This design comes from an exercise in tuning for small area, a short achievable clock period and few clock cycles on the open sky130 flow, not from production work.
Function was checked by simulation only, so behaviour that the tests miss may differ from the original.

$ cat run.sh
#!/bin/bash
# synth_recipe.tcl (not shown) runs the flow's synth.tcl, then flattens the netlist and writes it again
# the make line also repeats each setting of config.mk as NAME=value (left out here)
make -C /OpenROAD-flow-scripts/flow DESIGN_CONFIG=/design/flow/config.mk WORK_HOME=/design/flow/orfs CLKGATE_MAP_FILE= SYNTH_SCRIPT=/design/flow/synth_recipe.tcl finish
$ cat config.mk
export PLATFORM = sky130hd
export DESIGN_NAME = audit_hash
export DESIGN_NICKNAME = audit_hash
export VERILOG_FILES = /design/flow/design.v
export SDC_FILE = /design/flow/constraint.sdc
export NUM_CORES = 4
export LEC_CHECK = 0
export CAP_MARGIN = 20
export CORE_MARGIN = 2
export CORE_UTILIZATION = 40
export PLACE_DENSITY = 0.6
export SLEW_MARGIN = 20
$ cat constraint.sdc
create_clock -name core_clock -period 10.0 [get_ports {clk}]
set_input_delay 2.0000 -clock core_clock [delete_from_list [all_inputs] [get_ports {clk}]]
set_output_delay 2.0000 -clock core_clock [all_outputs]
set_load 0.01 [all_outputs]
$ cat design.v
module audit_hash (
    input  wire         clk,
    input  wire         rst,
    input  wire         in_valid,
    output wire         in_ready,
    input  wire [63:0]  in_data,
    output reg          out_valid,
    output wire [255:0] out_hash
);
    localparam [31:0] IV0 = 32'h6a09e667, IV1 = 32'hbb67ae85, IV2 = 32'h3c6ef372, IV3 = 32'ha54ff53a,
                      IV4 = 32'h510e527f, IV5 = 32'h9b05688c, IV6 = 32'h1f83d9ab, IV7 = 32'h5be0cd19;
    reg         st;          
    reg  [6:0]  t;           
    reg         first;       
    reg  [2:0]  wc;          
    reg         hiok;        
    reg  [31:0] a, b, c, d, e, f, g, hk;
    reg  [31:0] w [0:15];
    reg  [31:0] ha [0:3];
    reg  [31:0] he [0:3];
    wire rounds = ~t[6];
    wire late   = t[6] | (t[5] & t[4]);                  
    wire ffw    = (t[6:2] == 5'b10000);                  
    wire [3:0] pos = t[3:0] - (st ? 4'd6 : 4'd4);        
    reg  [63:0] ibuf;
    reg         bfull;
    wire [3:0] pos_hi  = {st, wc[1:0], 1'b0};
    wire       push_hi = bfull & ~hiok & late & (wc[2] == ~st) & (pos == pos_hi);
    wire       push_lo = hiok;
    assign in_ready = ~bfull | hiok;
    wire       take = in_ready & in_valid;
    wire [5:0] kidx = t[6] ? 6'd0 : t[5:0] + 6'd1;
    reg [31:0] k_t;
    always @(*) begin
        case (kidx)
            6'd0: k_t = 32'h428a2f98; 6'd1: k_t = 32'h71374491; 6'd2: k_t = 32'hb5c0fbcf; 6'd3: k_t = 32'he9b5dba5;
            6'd4: k_t = 32'h3956c25b; 6'd5: k_t = 32'h59f111f1; 6'd6: k_t = 32'h923f82a4; 6'd7: k_t = 32'hab1c5ed5;
            6'd8: k_t = 32'hd807aa98; 6'd9: k_t = 32'h12835b01; 6'd10: k_t = 32'h243185be; 6'd11: k_t = 32'h550c7dc3;
            6'd12: k_t = 32'h72be5d74; 6'd13: k_t = 32'h80deb1fe; 6'd14: k_t = 32'h9bdc06a7; 6'd15: k_t = 32'hc19bf174;
            6'd16: k_t = 32'he49b69c1; 6'd17: k_t = 32'hefbe4786; 6'd18: k_t = 32'h0fc19dc6; 6'd19: k_t = 32'h240ca1cc;
            6'd20: k_t = 32'h2de92c6f; 6'd21: k_t = 32'h4a7484aa; 6'd22: k_t = 32'h5cb0a9dc; 6'd23: k_t = 32'h76f988da;
            6'd24: k_t = 32'h983e5152; 6'd25: k_t = 32'ha831c66d; 6'd26: k_t = 32'hb00327c8; 6'd27: k_t = 32'hbf597fc7;
            6'd28: k_t = 32'hc6e00bf3; 6'd29: k_t = 32'hd5a79147; 6'd30: k_t = 32'h06ca6351; 6'd31: k_t = 32'h14292967;
            6'd32: k_t = 32'h27b70a85; 6'd33: k_t = 32'h2e1b2138; 6'd34: k_t = 32'h4d2c6dfc; 6'd35: k_t = 32'h53380d13;
            6'd36: k_t = 32'h650a7354; 6'd37: k_t = 32'h766a0abb; 6'd38: k_t = 32'h81c2c92e; 6'd39: k_t = 32'h92722c85;
            6'd40: k_t = 32'ha2bfe8a1; 6'd41: k_t = 32'ha81a664b; 6'd42: k_t = 32'hc24b8b70; 6'd43: k_t = 32'hc76c51a3;
            6'd44: k_t = 32'hd192e819; 6'd45: k_t = 32'hd6990624; 6'd46: k_t = 32'hf40e3585; 6'd47: k_t = 32'h106aa070;
            6'd48: k_t = 32'h19a4c116; 6'd49: k_t = 32'h1e376c08; 6'd50: k_t = 32'h2748774c; 6'd51: k_t = 32'h34b0bcb5;
            6'd52: k_t = 32'h391c0cb3; 6'd53: k_t = 32'h4ed8aa4a; 6'd54: k_t = 32'h5b9cca4f; 6'd55: k_t = 32'h682e6ff3;
            6'd56: k_t = 32'h748f82ee; 6'd57: k_t = 32'h78a5636f; 6'd58: k_t = 32'h84c87814; 6'd59: k_t = 32'h8cc70208;
            6'd60: k_t = 32'h90befffa; 6'd61: k_t = 32'ha4506ceb; 6'd62: k_t = 32'hbef9a3f7; 6'd63: k_t = 32'hc67178f2;
            default: k_t = 32'h0;
        endcase
    end
    wire [31:0] s1  = {e[5:0], e[31:6]} ^ {e[10:0], e[31:11]} ^ {e[24:0], e[31:25]};
    wire [31:0] ch  = (e & f) ^ (~e & g);
    wire [31:0] s0  = {a[1:0], a[31:2]} ^ {a[12:0], a[31:13]} ^ {a[21:0], a[31:22]};
    wire [31:0] maj = (a & b) ^ (a & c) ^ (b & c);
    wire [31:0] t1  = hk + s1 + ch;
    wire [31:0] a_new = t1 + s0 + maj;
    wire [31:0] e_new = d + t1;
    wire [31:0] ls0 = {w[1][6:0], w[1][31:7]} ^ {w[1][17:0], w[1][31:18]} ^ (w[1] >> 3);
    wire [31:0] ls1 = {w[14][16:0], w[14][31:17]} ^ {w[14][18:0], w[14][31:19]} ^ (w[14] >> 10);
    wire [31:0] w_new = ls1 + w[9] + ls0 + w[0];
    wire go2 = ~st & t[6] & (t[3:0] == 4'd3) & ~wc[2];            
    wire pe  = rounds ? (t[5:0] != 6'd63)
                      : (st ? (t[3:0] == 4'd5) : go2);
    wire [31:0] hk_next = g + (pe ? k_t + w[1] : 32'd0);
    reg  [31:0] iva, ive;        
    reg  [31:0] lda, lde;        
    always @(*) begin
        case (t[1:0])
            2'd0: begin iva = IV3; ive = IV7; end
            2'd1: begin iva = IV2; ive = IV6; end
            2'd2: begin iva = IV1; ive = IV5; end
            default: begin iva = IV0; ive = IV4; end
        endcase
        case (t[1:0])
            2'd1: begin lda = IV0; lde = IV4; end
            2'd0: begin lda = IV1; lde = IV5; end
            2'd3: begin lda = IV2; lde = IV6; end
            default: begin lda = IV3; lde = IV7; end
        endcase
    end
    wire [31:0] opa  = st ? ha[0] : (ffw ? iva : 32'd0);
    wire [31:0] ope  = st ? he[0] : (ffw ? ive : 32'd0);
    wire [31:0] suma = d + opa;
    wire [31:0] sume = hk + ope;
    wire        sw1 = st ? (t[6] & (t[3:1] == 3'b010)) : (t[6:1] < 6'd3);
    wire [2:0]  m   = st ? {2'b00, t[0]} : t[2:0] + 3'd2;
    wire [31:0] hw  = first ? 32'd0 :
                      m[2] ? (m[0] ? he[1] : he[3]) : (m[0] ? ha[1] : ha[3]);
    wire [31:0] padw = (pos == 4'd8) ? 32'h80000000 : (pos == 4'd15) ? 32'd768 : 32'd0;
    wire        pad  = ~st & late & pos[3];
    wire [31:0] w15 = (rounds & ~late) ? w_new :
                      push_hi ? ibuf[63:32] :
                      push_lo ? ibuf[31:0] :
                      pad     ? padw : w[0];
    assign out_hash = {ha[3], ha[2], ha[1], ha[0], he[3], he[2], he[1], he[0]};
    wire [2:0] wc_next = push_lo ? wc + 3'd1 : wc;
    wire go1 = st & t[6] & (t[3:0] == 4'd5) & wc_next[2];
    integer i;
    always @(posedge clk) begin
        b <= a; c <= b; d <= c;
        f <= e; g <= f;
        hk <= hk_next;
        if (rounds) begin
            a <= a_new;
            e <= e_new;
        end else if (~st) begin
            a <= suma;
            e <= sume;
        end else begin
            a <= lda;
            e <= lde;
        end
        for (i = 0; i < 15; i = i + 1)
            if (i != 1) w[i] <= w[i + 1];
        w[1]  <= sw1 ? hw : w[2];
        w[15] <= w15;
        for (i = 0; i < 3; i = i + 1) begin
            ha[i] <= ha[i + 1];
            he[i] <= he[i + 1];
        end
        ha[3] <= ffw ? suma : ha[0];
        he[3] <= ffw ? sume : he[0];
        if (take)
            ibuf <= in_data;
        if (rst) begin
            bfull     <= 1'b0;
            st        <= 1'b1;
            t         <= 7'd60;
            first     <= 1'b1;
            wc        <= 3'd0;
            hiok      <= 1'b0;
            out_valid <= 1'b0;
        end else begin
            hiok      <= push_hi;
            bfull     <= take | (bfull & ~push_lo);
            wc        <= wc_next;
            out_valid <= st & (t == 7'd67) & ~first;
            if (~st & (t == 7'd5))
                first <= 1'b0;
            if (go1 | go2) begin
                st <= ~st;
                t  <= 7'd0;
            end else begin
                t[3:0] <= t[3:0] + 4'd1;
                if (t[3:0] == 4'd15 && t[6:4] != 3'd5)
                    t[6:4] <= t[6:4] + 3'd1;
            end
        end
    end
endmodule
==> impl_summary.log <==
INFO  metric routedWlPerCell = 27.08 um
INFO  metric timing.final.crit_period = 8380 ps
INFO  metric die_width = 352.5 um
INFO  metric finalSetupViolations = 0
INFO  metric synth_fp_nets = 5,258
INFO  metric post_synth_inst_count = 4,782
INFO  metric rsz_0062_raised_after_global_routing = no
INFO  metric antenna_found_initial = 12
INFO  metric ff2ff_path_depth = 34
INFO  metric first_global_vias = 36,380
INFO  metric r2r_setup_slack = 1620 ps
INFO  metric worst_slew_pin_slew = 1150 ps
INFO  metric all_layer_global_routing_usage = 28.97%
INFO  metric number_of_buffers_inserted_during_clock_tree_synthesis = 113
INFO  metric whs_path_depth = 0
INFO  metric worst_r2r_endpoint = hk[31]
INFO  metric slew_viol_final = 0
INFO  metric totalNegativeSetupSlack = 0 ps
INFO  metric postCtsResizedCells = 0
INFO  metric worst-endpoint-required = 10,660 ps
INFO  metric rr_startpoint = t[1]
INFO  metric cts_tree = built
INFO  metric finalCritPeriodShare = 83.80%
INFO  metric num-nets-final = 5,578
INFO  metric post-place-cells = 6,599
INFO  metric cpPeakStageDelay = 760 ps
INFO  metric final_layout_size_suffix_gt1_share = 7.229%
INFO  metric worst_skew_late_latency = 770 ps
INFO  metric worstSetupPathType = register to register
INFO  metric clkSinkCount = 1,103
INFO  metric detail_route.vias_per_cell = 5.556
INFO  metric cts_hold_buffers = 0
INFO  metric die_footprint = 0.1243 sq mm
INFO  metric drt_pass1_iterations = 6
INFO  metric worstPathMaxFanout = 15
INFO  metric clock_tree_skew_after_final_layout = 67.40 ps
INFO  metric synth_enable_flop_cells = 64
INFO  metric layout-area-overhead-vs-synth = 19.34%
INFO  metric ys.warnings.count = 4
INFO  metric fillerInstances = 11,170
INFO  metric most_common_flop_cell_mapped_by_yosys = sky130_fd_sc_hd__dfxtp_1
INFO  metric grt_pass1_wl = 261.9 mm
INFO  metric synth_area = 0.04859 sq mm
INFO  metric proportion_of_synthesized_chip_area_in_sequential_cells = 46.76%
INFO  metric holdCritStartpoint = w[10][24]
INFO  metric hold_end = w[9][24]
INFO  metric initial_utilization = 40.40%
INFO  metric synth_register_bits = 1,103
INFO  metric result_of_the_run = timing/DRC/antenna clean
INFO  metric post_synth.cell_area_avg = 10.16 sq um
INFO  metric route.vias.total = 37,870
INFO  metric setup.worst_path.start_class = register
INFO  metric grt_start_max_net_pins = 94
INFO  metric timing.final.ws_setup = 1620 ps
INFO  metric core_area = 0.1203 sq mm
INFO  metric overall_die_height = 352.5 um
INFO  metric clock-root-buffer = sky130_fd_sc_hd__clkbuf_16
INFO  metric routabilityCongestion = 0.9863
INFO  metric slew_headroom = 23.04%
INFO  metric postRouteAntennaNets = 0
INFO  metric worst_setup_path_end_kind = register
INFO  metric drv_cap = 0
INFO  metric dp_slack = 1837 ps
INFO  metric critical_path_arrival = 9040 ps
INFO  metric postCtsSetupBuffers = 0
INFO  metric drt_wl_total = 184.5 mm
INFO  metric hpwlAfterDp = 143.7 mm
INFO  metric ctsLongestPathBuffers = 3
INFO  metric clk_pin_slew_worst_paths = 70 ps
INFO  metric crit_path_top_delay_cell = sky130_fd_sc_hd__dfxtp_1
INFO  metric portBuffers = 324
INFO  metric timing.critical_path.mode_cell = sky130_fd_sc_hd__a21oi_1
INFO  metric detail_route.iter0.violations = 4,208
INFO  metric pin_count = 325
INFO  metric cell_row_count = 127
INFO  metric h_tree_levels = 3
INFO  metric grt_overflow_total = 0
INFO  metric final_hold_viol_count = 0
INFO  metric synth_cell_type_count = 91
INFO  metric synth-async-reset-ratio = 0%
INFO  metric drc = 0
INFO  metric stdcell_count = 6,815
INFO  metric min-delay-path-class = register to register
INFO  metric max_clock_freq = 119.3 MHz
## worst max-delay path: cells and delay by family, from the launching register on
family,cells,cell delay [ps]
simple gates,3,420
fa+ha+maj,4,1650
xor+xnor,2,280
buf+inv,3,870
flops,1,760
compound gates,22,4270
## kinds of logic after synthesis
kind of cell | after synthesis | share of synthesized area [%]
AOI/OAI and AO/OA | 1274 | 16.39
DFF | 1103 | 46.76
and+or+nand+nor | 1002 | 9.280
xor gates and xnor gates | 498 | 9.007
adders and majority gates | 432 | 13.03
buffers and inverters | 394 | 3.064
muxes | 79 | 2.467
## layout make-up
cell class	count	area [sq um]	area share, %
flip-flops and latches	1103	22730	39.21
clock buffers	163	3354	5.785
repair buffers	399	3806	6.564
inverters	200	750.7	1.295
clock inverters	51	823.3	1.420
well taps	1612	2017	3.478
diodes	2	5.005	0.008631
multi-input cells	3285	24500	42.24
## metal layers
metal	global-route usage, %	up-vias	wire length, um
met1	39.11	18520	80080
met2	45.76	1626	82650
met3	4.171	352	12050
li1	-	17370	-
met4	13.56	2	9743
met5	0	-	13
## registers in the layout (all words and copies together), names as in the netlist
register,count
a,32
b,32
bfull,1
c,32
d,32
e,32
f,32
first,1
g,32
ha,128
he,128
hiok,1
hk,32
ibuf,64
out_valid,1
st,1
t,7
w,512
wc,3
## cells in the mapped netlist (16+ instances only)
master                     count  area, sq um
sky130_fd_sc_hd__nand3_1      66        330.3
sky130_fd_sc_hd__o31ai_1      27        202.7
sky130_fd_sc_hd__o211ai_1     28        210.2
sky130_fd_sc_hd__inv_1       199        747.0
sky130_fd_sc_hd__nor2b_1      33        206.5
sky130_fd_sc_hd__dfxtp_1    1039        20800
sky130_fd_sc_hd__nor2_1      257        964.7
sky130_fd_sc_hd__and3_1       24        150.1
sky130_fd_sc_hd__mux4_2       32        720.7
sky130_fd_sc_hd__nand4_1      21        131.4
sky130_fd_sc_hd__xnor2_1     347         3039
sky130_fd_sc_hd__o21bai_1     32        240.2
sky130_fd_sc_hd__clkbuf_1    162        608.1
sky130_fd_sc_hd__xor2_1      149         1305
sky130_fd_sc_hd__maj3_1       23        230.2
sky130_fd_sc_hd__a31oi_1      46        287.8
sky130_fd_sc_hd__or3_1        16        100.1
sky130_fd_sc_hd__o22ai_1      20        125.1
sky130_fd_sc_hd__a21o_1      152         1141
sky130_fd_sc_hd__o21a_1       23        172.7
sky130_fd_sc_hd__a21oi_1     351         1757
sky130_fd_sc_hd__a211oi_1     35        262.8
sky130_fd_sc_hd__o21ai_1      28        140.1
sky130_fd_sc_hd__o21ai_0     349         1747
sky130_fd_sc_hd__o221ai_1     25        219.0
sky130_fd_sc_hd__nor3_1       55        275.3
sky130_fd_sc_hd__nand2b_1     41        256.5
sky130_fd_sc_hd__buf_1        24        90.09
sky130_fd_sc_hd__edfxtp_1     64         1922
sky130_fd_sc_hd__mux2i_1      41        410.4
sky130_fd_sc_hd__nand2_1     418         1569
sky130_fd_sc_hd__ha_1        278         3478
sky130_fd_sc_hd__fa_1        131         2623
## worst max path at each step
| stage | start | end | slack, ps | cells past startpoint |
|---|---|---|---|---|
| final | t[1] | hk[31] | 1620 | 34 |
| after CTS | t[1] | hk[31] | 1770 | 34 |
| after floorplan | t[0] | hk[31] | 2600 | 39 |
| after detailed placement | t[1] | hk[31] | 1840 | 34 |
| after global routing | t[1] | hk[31] | 1040 | 34 |
| after global placement | t[1] | hk[31] | 1750 | 34 |
## stage by stage
stage                     cell area (sq um)  utilization (%)  hold slack, ps
final                                 57990            48.21           301.3
after global routing                  57980            48.20           319.0
after CTS                             57980            48.20           310.0
after detailed placement              53800            44.73           312.1
after global placement                53800            44.72           309.8
after floorplan                       48590                -           309.6
## cell usage in the layout, fill, tap and decap left out, types with 54 or more instances in the layout
master | synthesis | final
sky130_fd_sc_hd__fa_1 | 131 | 131
sky130_fd_sc_hd__clkdlybuf4s50_1 | 0 | 324
sky130_fd_sc_hd__inv_1 | 199 | 199
sky130_fd_sc_hd__ha_1 | 278 | 276
sky130_fd_sc_hd__xnor2_1 | 347 | 344
sky130_fd_sc_hd__a21o_1 | 152 | 152
sky130_fd_sc_hd__clkbuf_16 | 0 | 119
sky130_fd_sc_hd__nor2_1 | 257 | 253
sky130_fd_sc_hd__o21ai_0 | 349 | 349
sky130_fd_sc_hd__a21oi_1 | 351 | 351
sky130_fd_sc_hd__nand3_1 | 66 | 66
sky130_fd_sc_hd__nand2_1 | 418 | 417
sky130_fd_sc_hd__dfxtp_1 | 1039 | 1035
sky130_fd_sc_hd__xor2_1 | 149 | 149
sky130_fd_sc_hd__nor3_1 | 55 | 54
sky130_fd_sc_hd__buf_4 | 0 | 75
sky130_fd_sc_hd__edfxtp_1 | 64 | 64
Testbench counts, summed over its fixed seeds: cycles 106,048.

## re-timing with driven ports
How much do the figures lean on ideal ports? The routed layout below was timed once more, with nothing changed but the port constraints.
Step 1, drivers: a clkbuf_16 drives clk and a buf_2 each remaining input, both assumed.
Step 2 times the ports against the registers' clock, not the clock port: input delays grow and output delays shrink by t, the midpoint of the rising clock arrivals with the driver on.
Three values: ideal ports, drivers, drivers and shift; two values: the first two.
t, ns: 0.811
slack for setup (ns): 1.620 / 1.620 / 1.620
worst hold slack (ns): 0.301 / 0.301 / 0.301
After both steps this run still meets setup and hold. The setup slack of this run moves by 0.000 ns with the drivers and by 0.000 ns with both steps.
